This is an optimization exercise on Yosys and OpenROAD, whose aim is small area, a short achievable clock period and few clock cycles per item, not a production implementation.
Function was checked by simulation only, so behaviour that the tests miss may differ from the original.

==> design.v <==
module loop_law (
    input  wire        clk,
    input  wire        rst,
    input  wire        start,
    output wire        ready,
    output reg         done,
    input  wire [31:0] r,
    input  wire [31:0] y,
    input  wire [63:0] ff,
    input  wire        scanner,
    input  wire        reverse,
    input  wire        d_on_error,
    input  wire        preset,
    input  wire [6:0]  gain_table,
    input  wire [31:0] e_norm,
    input  wire [15:0] dfilt,
    input  wire [15:0] aw,
    input  wire [31:0] umin,
    input  wire [31:0] umax,
    input  wire [31:0] imin,
    input  wire [31:0] imax,
    input  wire [31:0] slew,
    input  wire [63:0] i_in,
    input  wire [63:0] yf_in,
    input  wire [32:0] e_prev,
    input  wire [31:0] u_prev,
    output wire        tbl_rd,
    output wire [11:0] tbl_addr,
    input  wire [15:0] tbl_en,
    input  wire [31:0] tbl_kp,
    input  wire [31:0] tbl_ki,
    input  wire [31:0] tbl_kd,
    output reg  [31:0] u_out,
    output wire [63:0] i_out,
    output reg  [63:0] yf_out,
    output wire [32:0] e_out
);
    reg        busy;
    reg [17:1] st;           
    wire       acc = start & ~busy;
    assign ready = ~busy;
    wire c1_ = st[1];
    wire c2_ = st[2];
    wire c3_ = st[3];
    wire c4_ = st[4];
    wire c5_ = st[5];
    wire c6_ = st[6];
    wire c7_ = st[7];
    wire c8_ = st[8];
    wire c9_ = st[9];
    wire c10_ = st[10];
    wire b1 = st[11];
    wire b2 = st[12];
    wire b3 = st[13];
    wire b4 = st[14];
    wire b5 = st[15];
    wire b6 = st[16];
    wire b7 = st[17];
    wire [32:0] dpos, dneg;
    wire        dpos_c, dneg_c;
    bk_add #(33) u_dpos (.a({r[31], r}), .b(~{y[31], y}), .ci(1'b1), .s(dpos), .co(dpos_c));
    bk_add #(33) u_dneg (.a({y[31], y}), .b(~{r[31], r}), .ci(1'b1), .s(dneg), .co(dneg_c));
    wire [32:0] ep = scanner ? {dpos[31], dpos[31:0]} : dpos;
    wire [32:0] en_ = scanner ? {~dpos[31] & dneg[31], dneg[31:0]} : dneg;
    wire [32:0] e_now = reverse ? en_ : ep;
    wire [32:0] ae = ep[32] ? en_ : ep;
    wire [36:0] sat_s;
    wire        en_sat;
    bk_add #(37) u_sat (.a({4'b0000, ae}), .b(~{1'b0, e_norm, 4'b0000}), .ci(1'b1), .s(sat_s), .co(en_sat));
    reg  [32:0] e;
    assign e_out = e;
    wire [63:0] e64 = {{31{e[32]}}, e};
    reg  [31:0] dv_r;        
    reg  [31:0] dv_d;        
    reg  [33:0] dv_d3;       
    reg  [5:0]  dv_b;
    reg  [17:0] q;           
    reg         sat;
    reg  [15:0] lo_en, hi_en;
    wire [33:0] en3;
    wire        en3_c;
    bk_add #(34) u_en3 (.a({2'b00, e_norm}), .b({1'b0, e_norm, 1'b0}), .ci(1'b0), .s(en3), .co(en3_c));
    wire [31:0] dv_rin  = dv_r;
    wire [31:0] dv_din  = dv_d;
    wire [33:0] dv_d3in = dv_d3;
    wire [5:0]  dv_bits = c1_ ? dv_b : 6'd0;
    wire [1:0]  dq1, dq2, dq3;
    wire [31:0] dr1, dr2, dr3;
    dv_step u_ds1 (.r(dv_rin), .bb(dv_bits[5:4]), .d(dv_din), .d3(dv_d3in), .q(dq1), .rn(dr1));
    dv_step u_ds2 (.r(dr1),    .bb(dv_bits[3:2]), .d(dv_din), .d3(dv_d3in), .q(dq2), .rn(dr2));
    dv_step u_ds3 (.r(dr2),    .bb(dv_bits[1:0]), .d(dv_din), .d3(dv_d3in), .q(dq3), .rn(dr3));
    reg  [3:0]  pb;          
    reg  [4:0]  idx;         
    reg         t31;
    reg  [33:0] klo;
    reg  [33:0] dk;
    wire [15:0] s16 = klo[15:0];
    wire [15:0] s8  = klo[31:16];
    wire [15:0] s24 = dk[15:0];
    wire [15:0] en_q  = q[15:0];
    wire [15:0] cmp_s0, cmp_s1, cmp_s2, cmp_s3;
    wire        kl, k1, k2a, k2b;
    wire        kl_a = tbl_en <= en_q;
    bk_add #(16) u_kl  (.a(en_q), .b(~tbl_en), .ci(1'b1), .s(cmp_s0), .co(kl));
    bk_add #(16) u_k1  (.a(en_q), .b(~s16),    .ci(1'b1), .s(cmp_s1), .co(k1));
    bk_add #(16) u_k2a (.a(en_q), .b(~s24),    .ci(1'b1), .s(cmp_s2), .co(k2a));
    bk_add #(16) u_k2b (.a(en_q), .b(~s8),     .ci(1'b1), .s(cmp_s3), .co(k2b));
    wire        ge31  = kl;                        
    wire        ge31_a = kl_a;
    wire        k2    = k1 ? k2a : k2b;
    wire [15:0] na, da, db, nb, d0;
    wire        na_c, da_c, db_c, nb_c, d0_c;
    bk_add #(16) u_fdb (.a(tbl_en),  .b(~lo_en),  .ci(1'b1), .s(db), .co(db_c));
    bk_add #(16) u_fd0 (.a(hi_en),   .b(~lo_en),  .ci(1'b1), .s(d0), .co(d0_c));
    bk_add #(16) u_fnb (.a(q[15:0]), .b(~lo_en),  .ci(1'b1), .s(nb), .co(nb_c));
    bk_add #(16) u_fda (.a(d0),      .b(~db),     .ci(1'b1), .s(da), .co(da_c));
    bk_add #(16) u_fna (.a(nb),      .b(~db),     .ci(1'b1), .s(na), .co(na_c));
    wire [15:0] f_num = kl ? na : nb;
    wire [15:0] f_den = kl ? da : db;
    wire [17:0] f_den3;
    wire        f_den3_c;
    bk_add #(18) u_fden3 (.a({2'b00, f_den}), .b({1'b0, f_den, 1'b0}), .ci(1'b0), .s(f_den3), .co(f_den3_c));
    wire [4:0]  idx_hi = t31 ? 5'd31 : idx + 5'd1;
    reg  [4:0]  rd_m, rd_v;
    reg         rd;
    always @(*) begin
        rd   = 1'b1;
        rd_m = 5'b00000;
        rd_v = 5'd0;
        if (!busy) begin
            rd   = start;
            rd_v = 5'd16;
        end else if (c1_) rd_v = 5'd8;
        else if (c2_) rd_v = 5'd24;
        else if (c3_) rd_v = 5'd31;
        else if (c4_) begin
            rd_m = 5'b11011;
            rd_v = {k1, k2, 3'b100};
        end else if (c5_) begin
            rd_m = 5'b00100;
            rd_v = {pb[1:0], 3'b010};
        end else if (c6_) begin
            rd_m = 5'b00010;
            rd_v = {pb[2:0], 2'b01};
        end else if (c7_) begin
            rd_m = 5'b00001;
            rd_v = {pb[3:0], 1'b0};
        end else if (c10_ | b2) rd_v = idx;
        else if (c8_ | b1 | b3) rd_v = idx_hi;
        else rd = 1'b0;
    end
    assign tbl_rd   = rd;
    assign tbl_addr = {gain_table, ({5{kl_a}} & rd_m) | rd_v};
    wire [31:0] k_hi = b4 ? tbl_ki : b2 ? tbl_kp : tbl_kd;
    wire [32:0] dk_next;
    wire        dk_c;
    bk_add #(33) u_dk (.a({k_hi[31], k_hi}), .b(~{klo[31], klo[31:0]}), .ci(1'b1), .s(dk_next), .co(dk_c));
    reg  [31:0] ka;          
    reg  [63:0] acc_r;       
    reg  [63:0] xr;          
    wire        interp = (b1 | b3 | b5) & ~t31;
    reg         doe_r, rev_r;
    wire [63:0] d_sh    = {{16{acc_r[63]}}, acc_r[63:16]};
    wire        d_neg   = ~doe_r & rev_r;
    wire [63:0] d_term  = doe_r ? acc_r : (d_neg ? ~d_sh : d_sh);
    wire [31:0] mu_a = interp ? {16'd0, q[15:0]} : b6 ? {16'd0, lo_en} : ka;
    reg  [63:0] mu_b, mu_c;
    always @(*) begin
        mu_b = acc_r;
        mu_c = 64'd0;
        if (interp) begin
            mu_b = {{31{dk[32]}}, dk[32:0]};
            mu_c = {{16{klo[31]}}, klo[31:0], 16'h8000};
        end else if (b2 || b6) begin
            mu_b = xr;
        end else if (b4) begin
            mu_b = e64;
            mu_c = d_term;
        end else if (b7) begin
            mu_b = e64;
            mu_c = acc_r;
        end
    end
    wire [63:0] mu_c2  = (b4 | b7) ? xr : 64'd0;    
    wire        mu_cin = b4 & d_neg;
    wire [33:0] ax = {mu_a[31], mu_a, 1'b0};
    wire [63:0] b2x = {mu_b[62:0], 1'b0};
    wire [63:0] rows [0:15];
    wire [63:0] negrow;
    genvar gk;
    generate
        for (gk = 0; gk < 16; gk = gk + 1) begin : g_booth
            wire bp = ax[2*gk+2];
            wire b0 = ax[2*gk+1];
            wire bm = ax[2*gk];
            wire one = b0 ^ bm;
            wire two = (bp & ~b0 & ~bm) | (~bp & b0 & bm);
            wire [63:0] pp = (({64{one}} & mu_b) | ({64{two}} & b2x)) ^ {64{bp}};
            assign rows[gk] = pp << (2*gk);
            assign negrow[2*gk] = bp;
            assign negrow[2*gk+1] = 1'b0;
        end
    endgenerate
    assign negrow[63:32] = 32'd0;
    wire [63:0] mu_y = rows[0] + rows[1] + rows[2] + rows[3] + rows[4] + rows[5] +
                       rows[6] + rows[7] + rows[8] + rows[9] + rows[10] + rows[11] +
                       rows[12] + rows[13] + rows[14] + rows[15] +
                       negrow + mu_c + mu_c2 + {63'd0, mu_cin};
    wire [63:0] mu_sh = {{16{mu_y[63]}}, mu_y[63:16]};    
    wire [63:0] yf_diff;
    wire        yf_diff_c;
    bk_add #(64) u_yfd (.a({{16{y[31]}}, y, 16'd0}), .b(~yf_in), .ci(1'b1), .s(yf_diff), .co(yf_diff_c));
    wire [63:0] yf_new;
    wire        yf_new_c;
    bk_add #(64) u_yfn (.a(yf_in), .b(d_sh), .ci(1'b0), .s(yf_new), .co(yf_new_c));
    wire [33:0] dd_err;
    wire        dd_err_c;
    bk_add #(34) u_dde (.a({e[32], e}), .b(~{e_prev[32], e_prev}), .ci(1'b1), .s(dd_err), .co(dd_err_c));
    wire [48:0] dd_yf;                                   
    wire        dd_yf_c;
    bk_add #(49) u_ddy (.a(49'd0), .b(~d_sh[48:0]), .ci(1'b1), .s(dd_yf), .co(dd_yf_c));
    wire [63:0] dd_x    = d_on_error ? {{30{dd_err[33]}}, dd_err} : {{15{dd_yf[48]}}, dd_yf};
    wire [63:0] imin64  = {{16{dv_r[31]}}, dv_r, 16'd0};
    wire [63:0] imax64  = {{16{dv_d3[31]}}, dv_d3[31:0], 16'd0};
    wire [63:0] u0_64   = {{16{dv_d[31]}}, dv_d, 16'd0};
    wire [63:0] pre, ra, rb;
    wire        pre_c, ra_c, rb_c;
    bk_add #(64) u_pre (.a(u0_64), .b(~acc_r), .ci(1'b1), .s(pre), .co(pre_c));
    bk_add #(64) u_ra  (.a(acc_r), .b(imin64), .ci(1'b0), .s(ra), .co(ra_c));
    bk_add #(64) u_rb  (.a(acc_r), .b(imax64), .ci(1'b0), .s(rb), .co(rb_c));
    wire        pre_lo, pre_hi;
    clamp_cmp #(32) u_cpre (.v(pre), .lo(dv_r), .hi(dv_d3[31:0]), .below(pre_lo), .above(pre_hi));
    reg         pst_r;
    wire [63:0] i0_next = pst_r ? (pre_lo ? imin64 : (pre_hi ? imax64 : pre)) : i_in;
    wire [63:0] u_raw   = pst_r ? (pre_lo ? ra : (pre_hi ? rb : u0_64)) : acc_r;
    wire [33:0] lo_b    = {dv_b[1:0], ka};
    wire [33:0] hi_b    = {dv_b[3:2], hi_en, lo_en};
    wire [63:0] lo64    = {{14{lo_b[33]}}, lo_b, 16'd0};
    wire [63:0] hi64    = {{14{hi_b[33]}}, hi_b, 16'd0};
    wire        u_below, u_above;
    clamp_cmp #(34) u_cu (.v(u_raw), .lo(lo_b), .hi(hi_b), .below(u_below), .above(u_above));
    wire [63:0] du_d;
    wire        du_c;
    bk_add #(64) u_du (.a(u_below ? lo64 : hi64), .b(~u_raw), .ci(1'b1), .s(du_d), .co(du_c));
    wire [63:0] du_next = du_d & {64{u_below | u_above}};
    wire [47:0] u_rnd;
    wire        u_rnd_c;
    bk_add #(48) u_rd (.a(u_raw[47:0]), .b(u_raw[63] ? 48'd32767 : 48'd32768), .ci(1'b0), .s(u_rnd), .co(u_rnd_c));
    wire [31:0] u_fin   = u_below ? lo_b[31:0] : u_above ? hi_b[31:0] : u_rnd[47:16];
    wire [63:0] ff_in;
    wire        ff_in_c;
    bk_add #(64) u_ffi (.a(ff), .b(preset ? 64'd0 : i_in), .ci(1'b0), .s(ff_in), .co(ff_in_c));
    wire [33:0] ua   = {{2{umin[31]}}, umin};
    wire [33:0] ub   = {{2{umax[31]}}, umax};
    wire [33:0] up   = {{2{u_prev[31]}}, u_prev};
    wire [33:0] uc, ud;
    wire        uc_c, ud_c;
    bk_add #(34) u_uc (.a(up), .b(~{2'b00, slew}), .ci(1'b1), .s(uc), .co(uc_c));
    bk_add #(34) u_ud (.a(up), .b({2'b00, slew}),  .ci(1'b0), .s(ud), .co(ud_c));
    wire        slew_on = |slew;
    wire        b_lt_c, d_lt_a, a_lt_c, b_lt_d;
    slt #(34) u_bc (.a(ub), .b(uc), .lt(b_lt_c));
    slt #(34) u_da (.a(ud), .b(ua), .lt(d_lt_a));
    slt #(34) u_ac (.a(ua), .b(uc), .lt(a_lt_c));
    slt #(34) u_bd (.a(ub), .b(ud), .lt(b_lt_d));
    wire [33:0] lo_next = !slew_on ? ua : b_lt_c ? uc : d_lt_a ? ud : (a_lt_c ? uc : ua);
    wire [33:0] hi_next = !slew_on ? ub : b_lt_c ? uc : d_lt_a ? ud : (b_lt_d ? ub : ud);
    wire        i_lo, i_hi;
    clamp_cmp #(32) u_ci (.v(acc_r), .lo(dv_r), .hi(dv_d3[31:0]), .below(i_lo), .above(i_hi));
    assign i_out = i_lo ? imin64 : (i_hi ? imax64 : acc_r);
    always @(posedge clk) begin
        if (rst) begin
            busy <= 1'b0;
            done <= 1'b0;
            st   <= 17'd0;
        end else begin
            done <= 1'b0;
            if (acc) begin
                busy <= 1'b1;
                st   <= 17'd1;
            end else if (busy) begin
                if (c4_ && ge31)
                    st <= 17'd1 << 11;           
                else if (b2 && t31)
                    st <= 17'd1 << 13;           
                else
                    st <= {st[16:1], 1'b0};
                if (b7) begin
                    busy <= 1'b0;
                    done <= 1'b1;
                end
            end
        end
    end
    always @(posedge clk) begin
        if (acc) begin
            e      <= e_now;
            dv_r   <= {5'd0, ae[32:6]};
            dv_b   <= ae[5:0];
            dv_d   <= e_norm;
            dv_d3  <= en3;
            q      <= 18'd0;
            sat    <= en_sat;
            acc_r  <= yf_diff;
            ka     <= {16'd0, dfilt};
            doe_r  <= d_on_error;
            rev_r  <= reverse;
            pst_r  <= preset;
        end
        if (c1_ || c2_ || c3_ || c9_ || c10_) begin
            dv_r <= dr3;
            q    <= {q[11:0], dq1, dq2, dq3};
        end
        if (c3_ && sat)
            q <= 18'h0FFFF;
        if (c7_) begin
            dv_r  <= {16'd0, f_num};
            dv_d  <= {16'd0, f_den};
            dv_d3 <= {16'd0, f_den3};
        end
        if (c8_) begin
            dv_r  <= dr2;
            q     <= {14'd0, dq1, dq2};
        end
        if (c1_)
            acc_r <= mu_y;
        if (c2_) begin
            yf_out <= yf_new;
            xr     <= dd_x;
        end
        if (c1_) klo[15:0]  <= tbl_en;
        if (c2_) klo[31:16] <= tbl_en;
        if (c3_) dk[15:0]   <= tbl_en;
        if (c4_) begin
            t31 <= ge31;
            pb  <= {2'b00, k1, k2};
            case ({k1, k2})
                2'b00: begin lo_en <= 16'd0; hi_en <= s8;    end
                2'b01: begin lo_en <= s8;    hi_en <= s16;   end
                2'b10: begin lo_en <= s16;   hi_en <= s24;   end
                default: begin lo_en <= s24; hi_en <= tbl_en; end
            endcase
            if (ge31) begin
                idx <= 5'd31;
                ka  <= tbl_kd;
            end
        end
        if (c5_ || c6_ || c7_) begin
            pb <= {pb[2:0], kl};
            if (kl)
                lo_en <= tbl_en;
            else
                hi_en <= tbl_en;
        end
        if (c7_)
            idx <= {pb[3:0], kl};
        if (c8_) klo <= {2'b00, tbl_kd};
        if (b1)  klo <= {2'b00, tbl_kp};
        if (b3)  klo <= {2'b00, tbl_ki};
        if (c9_ || b2 || b4)
            dk <= {1'b0, dk_next};
        if (b4) begin
            ka         <= lo_next[31:0];
            dv_b[1:0]  <= lo_next[33:32];
            dv_b[3:2]  <= hi_next[33:32];
            {hi_en, lo_en} <= hi_next[31:0];
        end
        if (b2) begin
            dv_r  <= imin;
            dv_d  <= u_prev;
            dv_d3 <= {2'b00, imax};
        end
        if (interp)
            ka <= mu_y[47:16];
        if (b2 && t31)
            ka <= tbl_kp;
        if (b5 && t31)
            ka <= tbl_ki;
        if (b2 || b4 || b7)
            acc_r <= mu_y;
        if (b2)
            xr <= ff_in;
        if (b5) begin
            acc_r <= i0_next;
            xr    <= du_next;
            u_out <= u_fin;
            lo_en <= aw;
        end
        if (b6)
            xr <= mu_sh;
    end
endmodule
module clamp_cmp #(parameter W = 32) (
    input  wire [63:0]  v,
    input  wire [W-1:0] lo,
    input  wire [W-1:0] hi,
    output wire         below,
    output wire         above
);
    wire [63-16-W+1:0] top = v[63:16+W-1];
    wire        fits = (&top) | ~(|top);
    wire [W-1:0] vh = v[16+W-1:16];
    wire        lt_lo, lt_hi, eq_hi;
    slt #(W) u_l (.a(vh), .b(lo), .lt(lt_lo));
    slt #(W) u_h (.a(hi), .b(vh), .lt(lt_hi));
    assign eq_hi = vh == hi;
    assign below = fits ? lt_lo : v[63];
    assign above = fits ? (lt_hi | (eq_hi & (|v[15:0]))) : ~v[63];
endmodule
module slt #(parameter W = 32) (
    input  wire [W-1:0] a,
    input  wire [W-1:0] b,
    output wire         lt
);
    wire [W-1:0] s;
    wire         c;
    bk_add #(W) u_a (.a({~a[W-1], a[W-2:0]}), .b(~{~b[W-1], b[W-2:0]}), .ci(1'b1), .s(s), .co(c));
    assign lt = ~c;
endmodule
module dv_step (
    input  wire [31:0] r,
    input  wire [1:0]  bb,
    input  wire [31:0] d,
    input  wire [33:0] d3,
    output wire [1:0]  q,
    output wire [31:0] rn
);
    wire [33:0] r4 = {r, bb};
    wire [33:0] t1, t2, t3;
    wire        c1, c2, c3;
    bk_add #(34) u_1 (.a(r4), .b(~{2'b00, d}),       .ci(1'b1), .s(t1), .co(c1));
    bk_add #(34) u_2 (.a(r4), .b(~{1'b0, d, 1'b0}),  .ci(1'b1), .s(t2), .co(c2));
    bk_add #(34) u_3 (.a(r4), .b(~d3),               .ci(1'b1), .s(t3), .co(c3));
    assign q  = c3 ? 2'd3 : c2 ? 2'd2 : c1 ? 2'd1 : 2'd0;
    assign rn = c3 ? t3[31:0] : c2 ? t2[31:0] : c1 ? t1[31:0] : r4[31:0];
endmodule
module bk_add #(parameter W = 64) (
    input  wire [W-1:0] a,
    input  wire [W-1:0] b,
    input  wire         ci,
    output wire [W-1:0] s,
    output wire         co
);
    localparam L = (W > 64) ? 7 : (W > 32) ? 6 : (W > 16) ? 5 : (W > 8) ? 4 : (W > 4) ? 3 : 2;
    wire [2*L*W-1:0] g;
    wire [2*L*W-1:0] p;
    wire [W-1:0] g0 = a & b;
    wire [W-1:0] p0 = a ^ b;
    assign g[W-1:0] = {g0[W-1:1], g0[0] | (p0[0] & ci)};
    assign p[W-1:0] = p0;
    genvar lv, i;
    generate
        for (lv = 0; lv < L; lv = lv + 1) begin : up
            for (i = 0; i < W; i = i + 1) begin : bt
                if ((i % (2 << lv)) == (2 << lv) - 1) begin : op
                    assign g[(lv+1)*W+i] = g[lv*W+i] | (p[lv*W+i] & g[lv*W+i-(1<<lv)]);
                    assign p[(lv+1)*W+i] = p[lv*W+i] & p[lv*W+i-(1<<lv)];
                end else begin : pass
                    assign g[(lv+1)*W+i] = g[lv*W+i];
                    assign p[(lv+1)*W+i] = p[lv*W+i];
                end
            end
        end
        for (lv = 0; lv < L - 1; lv = lv + 1) begin : dn
            for (i = 0; i < W; i = i + 1) begin : bt
                if (i >= 3 * (1 << (L - 2 - lv)) - 1 &&
                    ((i - (3 * (1 << (L - 2 - lv)) - 1)) % (2 << (L - 2 - lv))) == 0) begin : op
                    assign g[(L+lv+1)*W+i] = g[(L+lv)*W+i] | (p[(L+lv)*W+i] & g[(L+lv)*W+i-(1<<(L-2-lv))]);
                    assign p[(L+lv+1)*W+i] = p[(L+lv)*W+i] & p[(L+lv)*W+i-(1<<(L-2-lv))];
                end else begin : pass
                    assign g[(L+lv+1)*W+i] = g[(L+lv)*W+i];
                    assign p[(L+lv+1)*W+i] = p[(L+lv)*W+i];
                end
            end
        end
    endgenerate
    wire [W-1:0] c = g[(2*L-1)*W +: W];
    assign s  = p0 ^ {c[W-2:0], ci};
    assign co = c[W-1];
endmodule
==> flow/run.sh <==
#!/bin/bash
# Layout: the standard flow (standard.sh), unchanged except that the buffer
# it puts on every input and output port is a plain buf_2 cell instead of the
# default delay buffer. The flow's full output goes to standard.log.
set -euo pipefail
cd "$(dirname "${BASH_SOURCE[0]}")/.."
export BUFFER_PORTS_ARGS="-buffer_cell sky130_fd_sc_hd__buf_2"
bash standard.sh finish > standard.log 2>&1
==> standard.sh <==
#!/bin/bash
# synth_recipe.tcl (not shown) runs the flow's synth.tcl, then flattens the netlist and writes it again
# the make line also repeats each setting of config.mk as NAME=value (left out here)
make -C /OpenROAD-flow-scripts/flow DESIGN_CONFIG=/design/flow/config.mk WORK_HOME=/design/flow/orfs CLKGATE_MAP_FILE= SYNTH_SCRIPT=/design/flow/synth_recipe.tcl "${@:-finish}"
==> config.mk <==
export PLATFORM = sky130hd
export DESIGN_NAME = loop_law
export DESIGN_NICKNAME = loop_law
export VERILOG_FILES = /design/flow/design.v
export SDC_FILE = /design/flow/constraint.sdc
export NUM_CORES = 4
export LEC_CHECK = 0
export ABC_AREA = 1
export CAP_MARGIN = 40
export CORE_MARGIN = 2
export CORE_UTILIZATION = 45
export SLEW_MARGIN = 30
==> constraint.sdc <==
create_clock -name core_clock -period 30.0 [get_ports {clk}]
set_input_delay 6.0000 -clock core_clock [delete_from_list [all_inputs] [get_ports {clk}]]
set_output_delay 6.0000 -clock core_clock [all_outputs]
set_load 0.01 [all_outputs]
==> results of run 1 <==
[worst register-to-register path, delay by kind of cell, from the launching register on]
kind | cells | cell delay, ps
compound gates | 19 | 4450
simple gates | 37 | 4060
buf+inv | 9 | 2800
fa+ha+maj | 5 | 2060
flops | 1 | 790
xor+xnor | 3 | 670
[metal layers]
layer / track usage, % / part of all wire [%]
met5: 0 / 0.065
met4: 42.40 / 10
met3: 18.94 / 14
met2: 71.31 / 40
met1: 62.62 / 36
[layout by cell type, fill, tap and decap left out, drive strengths merged, types with 33 or more instances in the layout]
master,synthesis,final
a211oi,61,61
a21o,94,94
a21oi,1190,1190
a221oi,70,70
a22oi,52,52
a31oi,128,128
buf,192,1387
clkbuf,718,101
clkinv,18,48
dfxtp,97,97
diode,0,114
edfxtp,442,442
fa,1261,1261
ha,1613,1613
inv,2409,2415
nand2,2388,2388
nand3,357,357
nand4,110,110
nor2,883,883
nor3,114,114
nor4,46,46
o211ai,320,320
o21ai,1431,1431
o21bai,33,33
o221ai,74,74
o22ai,869,869
or2,47,47
xnor2,297,297
xor2,1066,1066
[per-stage QoR]
| step | cell area [um2] | hold slack, ps |
|---|---|---|
| after global routing | 141600 | 500.4 |
| after floorplan | 128100 | 442.2 |
| after detailed placement | 138400 | 464.1 |
| final | 141800 | 496.5 |
| after global placement | 137500 | 473.0 |
| after CTS | 141200 | 484.7 |
[sequential cells by signal, indices dropped and copies added (netlist names), 17 cells and up]
| name | flops |
|---|---|
| dk | 17 |
| dv_r | 32 |
| ka | 32 |
| e | 33 |
| acc_r | 64 |
| u_out | 32 |
| yf_out | 64 |
| xr | 64 |
| st | 17 |
| dv_d3 | 34 |
| dv_d | 32 |
[final timing paths]
kind / end / slack, ps / start / cells after the start
setup / recovery: xr[63] / 14860 / acc_r[18] / 73
hold / removal: busy / 500 / st[17] / 1
setup reg to reg: xr[63] / 14860 / acc_r[18] / 73
hold reg to reg: busy / 500 / st[17] / 1
[area by class of cell]
class	instances	share of cell area, %
clock buffer	99	1.573
inverter	2427	6.439
antenna	114	0.2012
timing repair buffer	1389	6.078
tap	3743	3.304
multi-input combinational	12720	71.22
clock inverter	54	0.4387
sequential	539	10.75
[cell families after synthesis]
kind of cell / synth area share [%]
multiplexers: 0.03908
AND/OR/NAND/NOR: 12.64
flip-flops: 11.88
AO/OA/AOI/OAI: 20.68
XOR/XNOR: 9.328
adder cells (fa/ha/maj): 35.47
buffers and inverters: 9.950
==> flow_summary.ini, run 1 <==
[placed_design]
dp.cells = 20800
place_hpwl_um = 609300
io_buffers = 864
finalWeightedCongestion = 1.083
dp_slack_ps = 15160

[critical_path]
crit_slowest_cell = edfxtp_1
cp_common_cell = nand2_1
cp_max_fo = 68
cp_top_family = compound AO/OA/AOI/OAI gates
critPathBufInv = 9
startpoint_type = register
crit_required_ps = 30580
crit_type = reg -> reg
worstPathArrival_ps = 15730
end_kind = register
cpPeakStageDelay_ps = 790

[clock_network]
cts_resized = 0
ctsHoldBuffers = 0
cts_tree = built
post-cts-setup-buffers = 0
clk_pin_slew_ps = 70
cts_root_buffer = clkbuf_16
insertion_delay_ps = 900
clockBufferDepth = 4
cts_max_level = 3
cts.sinks = 539
cts-buffers-inserted = 85

[cells_and_area]
fin_util_pct = 50.13
syn_to_final_growth_pct = 10.69
final_cells = 21080
seq_area_mm2 = 0.01523
drive_above_1_share_pct = 10.65
fin_nets = 20700
nFillCells = 28590
multi_input_area_mm2 = 0.1010

[timing]
tightest_slew_ps = 1146
period_minus_slack_ps = 15140
setup_viol = 0
setup_tns_ps = 0
fin_ws_ps = 14860
skew_ps = 117.7
post-route-period-util_pct = 50.48
grt_setup_unrepaired = no
final-hold-violation-count = 0
maxSlewHeadroom_pct = 22.78
fmax_ghz = 0.06603
maxSlewViolCount = 0

[route]
antenna_left = 0
drc = 0
wl_per_cell_um = 36.08
drtIter0Drc = 19990
detail_route.vias_per_cell = 6.440
dr.pass1.iters = 12
wirelength_um = 760600
route.vias.total = 135800

[yosys]
async_reset_ff_share_pct = 0
synth_common_cells = nand2_1, inv_1, ha_1, o21ai_0, fa_1
synthesis.area_mm2 = 0.1281
yosysWarnings = 1
synth_seq_cells = 539
syn-num-nets = 20140
syn_area_per_cell_um2 = 7.718
yosysTopAreaCell = fa_1
yosysSeqAreaShare_pct = 11.88
synth_cells = 16590
synthFlopType = edfxtp_1
synth_edf_count = 442
ys_top_cells_by_area = fa_1, ha_1, edfxtp_1
synth_top_area_share_pct = 19.71
synth_most_common_cell = nand2_1
yosysUniqueCellTypes = 76

[floorplan]
ios = 879
start_util_pct = 45.29
die-area_mm2 = 0.2889
core_mm2 = 0.2828
rows = 195
die_y_um = 537.5
die_w_um = 537.5

[global_route]
grt_pass1_vias = 126100
antenna_found_initial = 157
track_usage_pct = 51.20
overflow = 0
grt_max_degree = 104
grt_pass1_wl_um = 1026000

[run]
maxCapViolations = 0

[run_status]
outcome = complete, no violations

[worst_hold_path]
min_path_type = reg -> reg
Testbench counts, summed over its fixed seeds: cycles 47,936, items 3,200.
==> run 2, diff against run 1 <==
--- a/config.mk
+++ b/config.mk
@@ -8,5 +8,5 @@
 export ABC_AREA = 1
 export CAP_MARGIN = 40
 export CORE_MARGIN = 2
-export CORE_UTILIZATION = 45
+export CORE_UTILIZATION = 50
 export SLEW_MARGIN = 30
==> run 2 against run 1 <==
Compared with the run above:
- flip-flop and latch count is the same
- non-clock buffer count shrank 7
- cell area shrank 0.49%
- setup slack lost 49 ps
- critical path depth grew 6
- utilization grew 5.3 points
- cell count shrank 1.9%
- highest routed layer unchanged
==> flow_summary.ini, run 2 <==
[floorplan]
rows = 185
start_util_pct = 50.34
ios = 879
die_w_um = 510.1
die_y_um = 510.1
core_mm2 = 0.2544
die-area_mm2 = 0.2602

[clock_network]
cts_root_buffer = clkbuf_16
cts_resized = 0
clockBufferDepth = 3
cts_tree = built
cts-buffers-inserted = 77
ctsHoldBuffers = 0
cts_max_level = 3
clk_pin_slew_ps = 60
post-cts-setup-buffers = 0
insertion_delay_ps = 830
cts.sinks = 539

[critical_path]
reg2reg_from = acc_r[9]
timing.rr.end = xr[63]
startpoint_type = register
ff2ff_setup_slack_ps = 14810
cp_common_cell = nand2_1
reg2reg_depth = 79
crit_required_ps = 30450
cp_top_family = simple AND/OR/NAND/NOR gates
end_kind = register
worstPathArrival_ps = 15640
crit_slowest_cell = o21ai_1
crit_type = reg -> reg
cpPeakStageDelay_ps = 720
cp_max_fo = 61
critPathBufInv = 13

[cells_and_area]
syn_to_final_growth_pct = 10.15
fin_area_mm2 = 0.1411
fin_nets = 20690
reg_top3 = acc_r x64, xr x64, yf_out x64
layout_common_cells = inv_1, nand2_1, ha_1
final_common_cell = inv_1
drive_above_1_share_pct = 10.51

[yosys]
yosysUniqueCellTypes = 76
synthFlopType = edfxtp_1
synth_most_common_cell = nand2_1
synth_cells = 16590
ys_top_cells_by_area = fa_1, ha_1, edfxtp_1
yosysSeqAreaShare_pct = 11.88
yosysTopAreaCell = fa_1
synth_edf_count = 442
syn-num-nets = 20140
syn_area_per_cell_um2 = 7.718
synth_seq_cells = 539
synth_common_cells = nand2_1, inv_1, ha_1, o21ai_0, fa_1
synth_top_area_share_pct = 19.71
synthesis.area_mm2 = 0.1281
async_reset_ff_share_pct = 0
yosysWarnings = 1

[worst_hold_path]
hold_depth = 2
hold_path_end = st[17]
hp-start = st[17]
min_path_type = reg -> reg

[placed_design]
place_hpwl_um = 583200
io_buffers = 864
finalWeightedCongestion = 1.143
place_area_mm2 = 0.1377

[route]
dr.pass1.iters = 9
wl_met3_um = 109500
wl_met2_um = 287100
detail_route.vias_per_cell = 6.673
drtIter0Drc = 22950
wl_per_cell_um = 35.64
antenna_left = 0
route.vias.total = 137900
wl_met1_um = 254400
drc = 0
routed.top_layer = met5
wirelength_um = 736700

[global_route]
track_usage_pct = 55.07
overflow = 0
grt_max_degree = 90
grt_pass1_wl_um = 998500
grt_pass1_vias = 127200
antenna_found_initial = 130

[timing]
maxSlewViolCount = 0
post-route-period-util_pct = 50.65
tightest_slew_ps = 1096
setup_tns_ps = 0
setup_viol = 0
fmax_ghz = 0.06582
grt_setup_unrepaired = no
maxSlewHeadroom_pct = 26.96
final-hold-violation-count = 0
skew_ps = 111.3
period_minus_slack_ps = 15190

[run]
maxCapViolations = 0

[run_status]
outcome = complete, no violations
==> run 2: cell counts after synthesis <==
No cell type changed its count.
==> run 2: final cells by class <==
cell class,instances,area [um2]
clock buffers,91,2072
inverters,2427,9128
fillers,24860,113300
repair buffers,1382,8648
diodes,104,260.3
multi-input cells,12720,100900
clock inverters,48,589.3
flip-flops and latches,539,15230
well taps,3366,4212
==> run 2: cell families after synthesis <==
| family | share of synthesized area (%) |
|---|---|
| fa+ha+maj | 35.47 |
| compound gates | 20.68 |
| simple gates | 12.64 |
| mux | 0.03908 |
| flops | 11.88 |
| buf+inv | 9.950 |
| xor+xnor | 9.328 |
==> run 2: layer usage <==
| metal | up-vias | GRT usage, % |
|---|---|---|
| met2 | 11500 | 75.13 |
| li1 | 57250 | - |
| met1 | 66120 | 65.17 |
| met3 | 3002 | 22.46 |
| met4 | 70 | 51.16 |
| met5 | - | 0.9686 |
==> run 2: worst reg2reg max path: cells and delay by family (launching register included) <==
kind                     cells  cell delay (ps)
AO/OA/AOI/OAI               15             4100
XOR/XNOR                     1              240
adder cells (fa/ha/maj)      4             1550
buffers and inverters       13             2500
flip-flops                   1              400
AND/OR/NAND/NOR             46             6110
==> run 2: stage by stage <==
step	util, %	setup WS, ps	hold WS (ps)	cells
after CTS	55.18	15440	484.1	20540
final	55.45	14810	486.4	20670
after global placement	53.76	15130	472.8	20320
after floorplan	-	16520	442.2	16590
after detailed placement	54.14	15450	475.5	20400
after global routing	55.37	13950	512.9	20590
==> run 2: how the worst max path moves through the flow <==
| stage | to | from | cells past startpoint |
|---|---|---|---|
| floorplan | tbl_addr[2] | tbl_en[3] | 13 |
| global route | xr[63] | acc_r[18] | 77 |
| finish | xr[63] | acc_r[9] | 79 |
| global placement | xr[63] | acc_r[9] | 76 |
| CTS | tbl_addr[2] | tbl_en[2] | 15 |
| detailed placement | tbl_addr[2] | tbl_en[2] | 15 |
==> run 3, diff against run 2 <==
--- a/design.v
+++ b/design.v
@@ -225,7 +225,8 @@
     wire [63:0] u0_64   = {{16{dv_d[31]}}, dv_d, 16'd0};
     wire [63:0] pre, ra, rb;
     wire        pre_c, ra_c, rb_c;
-    bk_add #(64) u_pre (.a(u0_64), .b(~acc_r), .ci(1'b1), .s(pre), .co(pre_c));
+    assign pre = u0_64 - acc_r;          
+    assign pre_c = 1'b0;
     bk_add #(64) u_ra  (.a(acc_r), .b(imin64), .ci(1'b0), .s(ra), .co(ra_c));
     bk_add #(64) u_rb  (.a(acc_r), .b(imax64), .ci(1'b0), .s(rb), .co(rb_c));
     wire        pre_lo, pre_hi;
==> run 3 against run 2 <==
Compared with the run above:
- area after synthesis is 0.91% higher
- setup slack worse by 510 ps
- clock skew is 4.0 ps higher
- clock-buffer cell count is 1 lower
- critical endpoint unchanged
- largest cell class unchanged
==> flow_summary.ini, run 3 <==
[timing]
period_minus_slack_ps = 15700
final-hold-violation-count = 0
fin_ws_ps = 14300
tightest_slew_ps = 1145
maxSlewHeadroom_pct = 22.96
grt_setup_unrepaired = no
setup_tns_ps = 0
setup_viol = 0
post-route-period-util_pct = 52.34
maxSlewViolCount = 0
skew_ps = 115.3
fmax_ghz = 0.06369

[critical_path]
end_kind = register
cp_common_cell = nand2_1
critPathLaunch = acc_r[27]
worstPathArrival_ps = 16140
cpPeakStageDelay_ps = 780
crit_required_ps = 30440
reg2reg_from = acc_r[27]
startpoint_type = register
reg2reg_depth = 62
crit_slowest_cell = ha_1
crit_type = reg -> reg
cp_max_fo = 58

[yosys]
ys_top_cells_by_area = fa_1, ha_1, edfxtp_1
synth_top_family_by_area = adder cells
yosysTopAreaCell = fa_1
syn-num-nets = 20470
synth_most_common_cell = nand2_1
yosysWarnings = 1
syn_area_per_cell_um2 = 7.623
synth_adder_area_share_pct = 34.70
synth_cells = 16950
synth_top_area_share_pct = 19.16
synth_xor_area_share_pct = 9.278
synth_common_cells = nand2_1, inv_1, ha_1, o21ai_0, fa_1
synth.area.mux_share_pct = 0.07068
synth-compound-area-share_pct = 20.41
yosysUniqueCellTypes = 78
synth_edf_count = 442
yosys.area_share.simple_pct = 13.62
synth_seq_cells = 539
synthesis.area_mm2 = 0.1292
yosysSeqAreaShare_pct = 11.77
synthFlopType = edfxtp_1
async_reset_ff_share_pct = 0

[route]
drtIter0Drc = 23600
detail_route.vias_per_cell = 6.749
antenna_left = 0
wl_per_cell_um = 36.15
route.vias.total = 142800
drc = 0
wirelength_um = 764600
dr.pass1.iters = 10

[floorplan]
core_mm2 = 0.2569
die_y_um = 512.4
ios = 879
rows = 186
die-area_mm2 = 0.2625
die_w_um = 512.4
start_util_pct = 50.30

[clock_network]
post-cts-setup-buffers = 0
cts_resized = 0
cts.sinks = 539
cts_max_level = 3
ctsHoldBuffers = 0
clockBufferDepth = 3
cts_root_buffer = clkbuf_16
cts-buffers-inserted = 78
clk_pin_slew_ps = 70
cts_tree = built
insertion_delay_ps = 820

[global_route]
antenna_found_initial = 158
overflow = 0
track_usage_pct = 56.31
grt_pass1_wl_um = 1037000
grt_max_degree = 136
grt_pass1_vias = 130000

[worst_hold_path]
hp-start = st[6]
min_path_type = reg -> reg
hold_depth = 2

[cells_and_area]
fin_nets = 21040
reg_top3 = acc_r x64, xr x64, yf_out x64
fin_area_mm2 = 0.1426
layout_common_cells = nand2_1, inv_1, ha_1
drive_above_1_share_pct = 10.66
final_common_cell = nand2_1
syn_to_final_growth_pct = 10.33

[placed_design]
dp_slack_ps = 15420
io_buffers = 864
finalWeightedCongestion = 1.153
place_area_mm2 = 0.1387
place_hpwl_um = 609200

[run_status]
outcome = complete, no violations

[run]
maxCapViolations = 0
[run 3: final cells by class]
cell class                 count  area (um2)
clock buffer                  90        2092
fill                       25240      114400
antenna                      176       440.4
tap                         3384        4234
multi-input combinational  12970      101600
inverter                    2545        9570
clock inverter                54       650.6
sequential                   539       15230
timing repair buffer        1397        8742
[run 3: cell families (layout without fill, tap and decap cells)]
kind of cell / count (synthesis) / count (layout)
AOI/OAI and AO/OA: 4462 / 4462
and+or+nand+nor: 4287 / 4287
buffers and inverters: 3445 / 4086
adders and majority gates: 2842 / 2842
xor gates and xnor gates: 1369 / 1369
DFF: 539 / 539
muxes: 9 / 9
other: 0 / 176
[run 3: path summary, 6_finish.rpt]
check | endpoint | slack (ps)
setup reg to reg | xr[63] | 14300
hold reg to reg | st[6] | 530
hold / removal | st[6] | 530
setup / recovery | xr[63] | 14300
[run 3: stage by stage]
step                      cells  hold WS, ps  utilization (%)
final                     21150        532.7            55.49
after global routing      21060        568.5            55.40
after global placement    20720        509.5            53.74
after detailed placement  20780        521.1            53.99
after CTS                 20920        531.0            55.06
after floorplan           16950        445.8                -
[run 3: layer usage]
metal  up-vias  track usage [%]  routed length, um
met5         -            1.516               1103
met4        74            45.75              81230
met3      3272            27.39             128400
met2     12880            75.45             290700
met1     68070            67.36             263300
li1      58480                -                  -
[run 3: worst max-delay path: cells and delay by family, from the launching register on]
| kind | cells | cell delay [ps] |
|---|---|---|
| AND/OR/NAND/NOR | 36 | 6180 |
| AO/OA/AOI/OAI | 6 | 1540 |
| flip-flops | 1 | 320 |
| XOR/XNOR | 2 | 1020 |
| buffers and inverters | 13 | 3850 |
| adder cells (fa/ha/maj) | 5 | 2190 |
Testbench counts of run 3, summed over its fixed seeds: cycles 47,936, items 3,200.
==> run 4, diff against run 3 <==
--- a/config.mk
+++ b/config.mk
@@ -8,5 +8,5 @@
 export ABC_AREA = 1
 export CAP_MARGIN = 40
 export CORE_MARGIN = 2
-export CORE_UTILIZATION = 50
+export CORE_UTILIZATION = 55
 export SLEW_MARGIN = 30
==> run 4 against run 3 <==
Compared with the run above:
- critical path depth decreased by 19
- largest cell class unchanged
- synthesized cell count unchanged
- clock-buffer cell count increased by 6
- highest routed layer unchanged
- global-route usage increased by 3.8 points
- die area decreased by 9.0%
- maximum frequency is 5.4% higher
- register-to-register slack improved by 800 ps
==> flow_summary.ini, run 4 <==
[critical_path]
crit_required_ps = 30690
crit_slowest_cell = nand2_1
end_kind = register
worstPathArrival_ps = 15590
startpoint_type = register
cp_max_fo = 57
ff2ff_setup_slack_ps = 15100
crit_type = reg -> reg
cpPeakStageDelay_ps = 650

[global_route]
antenna_found_initial = 169
grt_max_degree = 126
overflow = 0
track_usage_pct = 60.15
grt_pass1_vias = 130400
grt_pass1_wl_um = 1008000

[cells_and_area]
layout_common_cells = nand2_1, inv_1, ha_1
final_cells = 20850
reg_top3 = acc_r x64, xr x64, yf_out x64
final_common_cell = nand2_1
drive_above_1_share_pct = 10.34
fin_nets = 20990
syn_to_final_growth_pct = 9.648
fin_area_mm2 = 0.1417

[floorplan]
core_mm2 = 0.2332
die_w_um = 488.7
die-area_mm2 = 0.2389
rows = 177
ios = 879
die_y_um = 488.7
start_util_pct = 55.42

[yosys]
synth_most_common_cell = nand2_1
syn_area_per_cell_um2 = 7.623
syn-num-nets = 20470
yosysUniqueCellTypes = 78
async_reset_ff_share_pct = 0
synth_top_area_share_pct = 19.16
synthFlopType = edfxtp_1
yosysSeqAreaShare_pct = 11.77
ys_top_cells_by_area = fa_1, ha_1, edfxtp_1
synthesis.area_mm2 = 0.1292
synth_edf_count = 442
yosysWarnings = 1
synth_common_cells = nand2_1, inv_1, ha_1, o21ai_0, fa_1
synth_seq_cells = 539
yosysTopAreaCell = fa_1
synth_cells = 16950

[timing]
maxSlewViolCount = 0
fin_ws_ps = 15100
grt_setup_unrepaired = no
final-hold-violation-count = 0
setup_tns_ps = 0
tightest_slew_ps = 1144
skew_ps = 63.04
post-route-period-util_pct = 49.66
maxSlewHeadroom_pct = 23.70
period_minus_slack_ps = 14900
fmax_ghz = 0.06712
setup_viol = 0

[clock_network]
cts_resized = 0
insertion_delay_ps = 790
clockBufferDepth = 3
ctsHoldBuffers = 0
post-cts-setup-buffers = 0
cts.sinks = 539
cts_max_level = 3
cts-buffers-inserted = 75
cts_tree = built
cts_root_buffer = clkbuf_16
clk_pin_slew_ps = 70

[route]
detail_route.vias_per_cell = 6.875
drtIter0Drc = 25370
wl_per_cell_um = 35.52
antenna_left = 0
drc = 0
route.vias.total = 143300
wirelength_um = 740700
dr.pass1.iters = 17

[placed_design]
dp_slack_ps = 15530
io_buffers = 864
place_hpwl_um = 586800
finalWeightedCongestion = 1.163
place_area_mm2 = 0.1383
dp.cells = 20490

[run_status]
outcome = complete, no violations

[run]
maxCapViolations = 0

[worst_hold_path]
min_path_type = reg -> reg
-- run 4: through the flow --
step           hold slack (ps)  util [%]
2_1_floorplan            445.8         -
3_3_place_gp             504.5     59.00
3_5_place_dp             521.9     59.31
4_1_cts                  536.8     60.39
5_1_grt                  550.6     60.66
6_report                 551.2     60.76
-- run 4: path summary, 6_finish.rpt --
path	depth (start not counted)	end	startpoint
max reg2reg	43	ka[28]	st[11]
min reg2reg	2	st[3]	st[3]
min	2	st[3]	st[3]
max	43	ka[28]	st[11]
-- run 4: metal layers --
metal / vias up / wire length, um / GRT usage, %
met2: 13630 / 274600 / 78.55
li1: 58350 / - / -
met3: 3897 / 133800 / 33.64
met4: 121 / 88490 / 55.05
met5: - / 1575 / 2.134
met1: 67340 / 242200 / 68.58
-- run 4: final cells by class --
type	instances	area [um2]
multi-input combinational	12970	101700
fill	21580	91500
sequential	539	15230
inverter	2545	9568
timing repair buffer	1344	8279
tap	3132	3919
clock buffer	96	2017
clock inverter	42	511.7
antenna	184	460.4
-- run 4: worst max-delay path, delay by kind of cell (launching register included) --
| kind | cells | cell delay, ps |
|---|---|---|
| AOI/OAI and AO/OA | 16 | 5170 |
| xor gates and xnor gates | 2 | 670 |
| adders and majority gates | 7 | 3260 |
| buffers and inverters | 11 | 3310 |
| DFF | 1 | 300 |
| and+or+nand+nor | 7 | 1870 |
-- run 4: logic make-up (layout without fill, tap and decap cells) --
| kind of cell | count (synthesis) | in the layout | share of synthesized area, % |
|---|---|---|---|
| AOI/OAI and AO/OA | 4462 | 4462 | 20.41 |
| and+or+nand+nor | 4287 | 4287 | 13.62 |
| buffers and inverters | 3445 | 4027 | 10.14 |
| adders and majority gates | 2842 | 2842 | 34.70 |
| xor gates and xnor gates | 1369 | 1369 | 9.278 |
| DFF | 539 | 539 | 11.77 |
| muxes | 9 | 9 | 0.07068 |
| other | 0 | 184 | 0 |

-- separate check: timing with driven ports --
How much do the figures lean on ideal ports? The routed layouts below were timed once more, with nothing changed but the port constraints. Step 1 assumes that a clkbuf_16 drives the clock port and a buf_2 every other input. Step 2 times the ports against the registers' clock, not the clock port: input delays grow and output delays shrink by t, the midpoint of the rising clock arrivals with the driver on. Slacks: ideal / step 1 / step 2; pairs: ideal / step 1.
| run | shift t [ns] | setup WS [ns] | worst hold slack (ns) | worst setup path after step 2 | cell pins on the clock port's net |
|---|---|---|---|---|---|
| run 1 | 0.960 | 14.855 / 14.855 / 14.855 | 0.496 / 0.496 / 0.496 | register to register | 1 |
| run 2 | 0.891 | 14.806 / 14.806 / 14.806 | 0.486 / 0.486 / 0.486 | register to register | 1 |
| run 3 | 0.883 | 14.298 / 14.298 / 14.298 | 0.533 / 0.533 / 0.533 | register to register | 1 |
| run 4 | 0.877 | 15.101 / 15.101 / 15.101 | 0.551 / 0.551 / 0.551 | register to register | 1 |
After both steps every run listed still meets setup and hold.
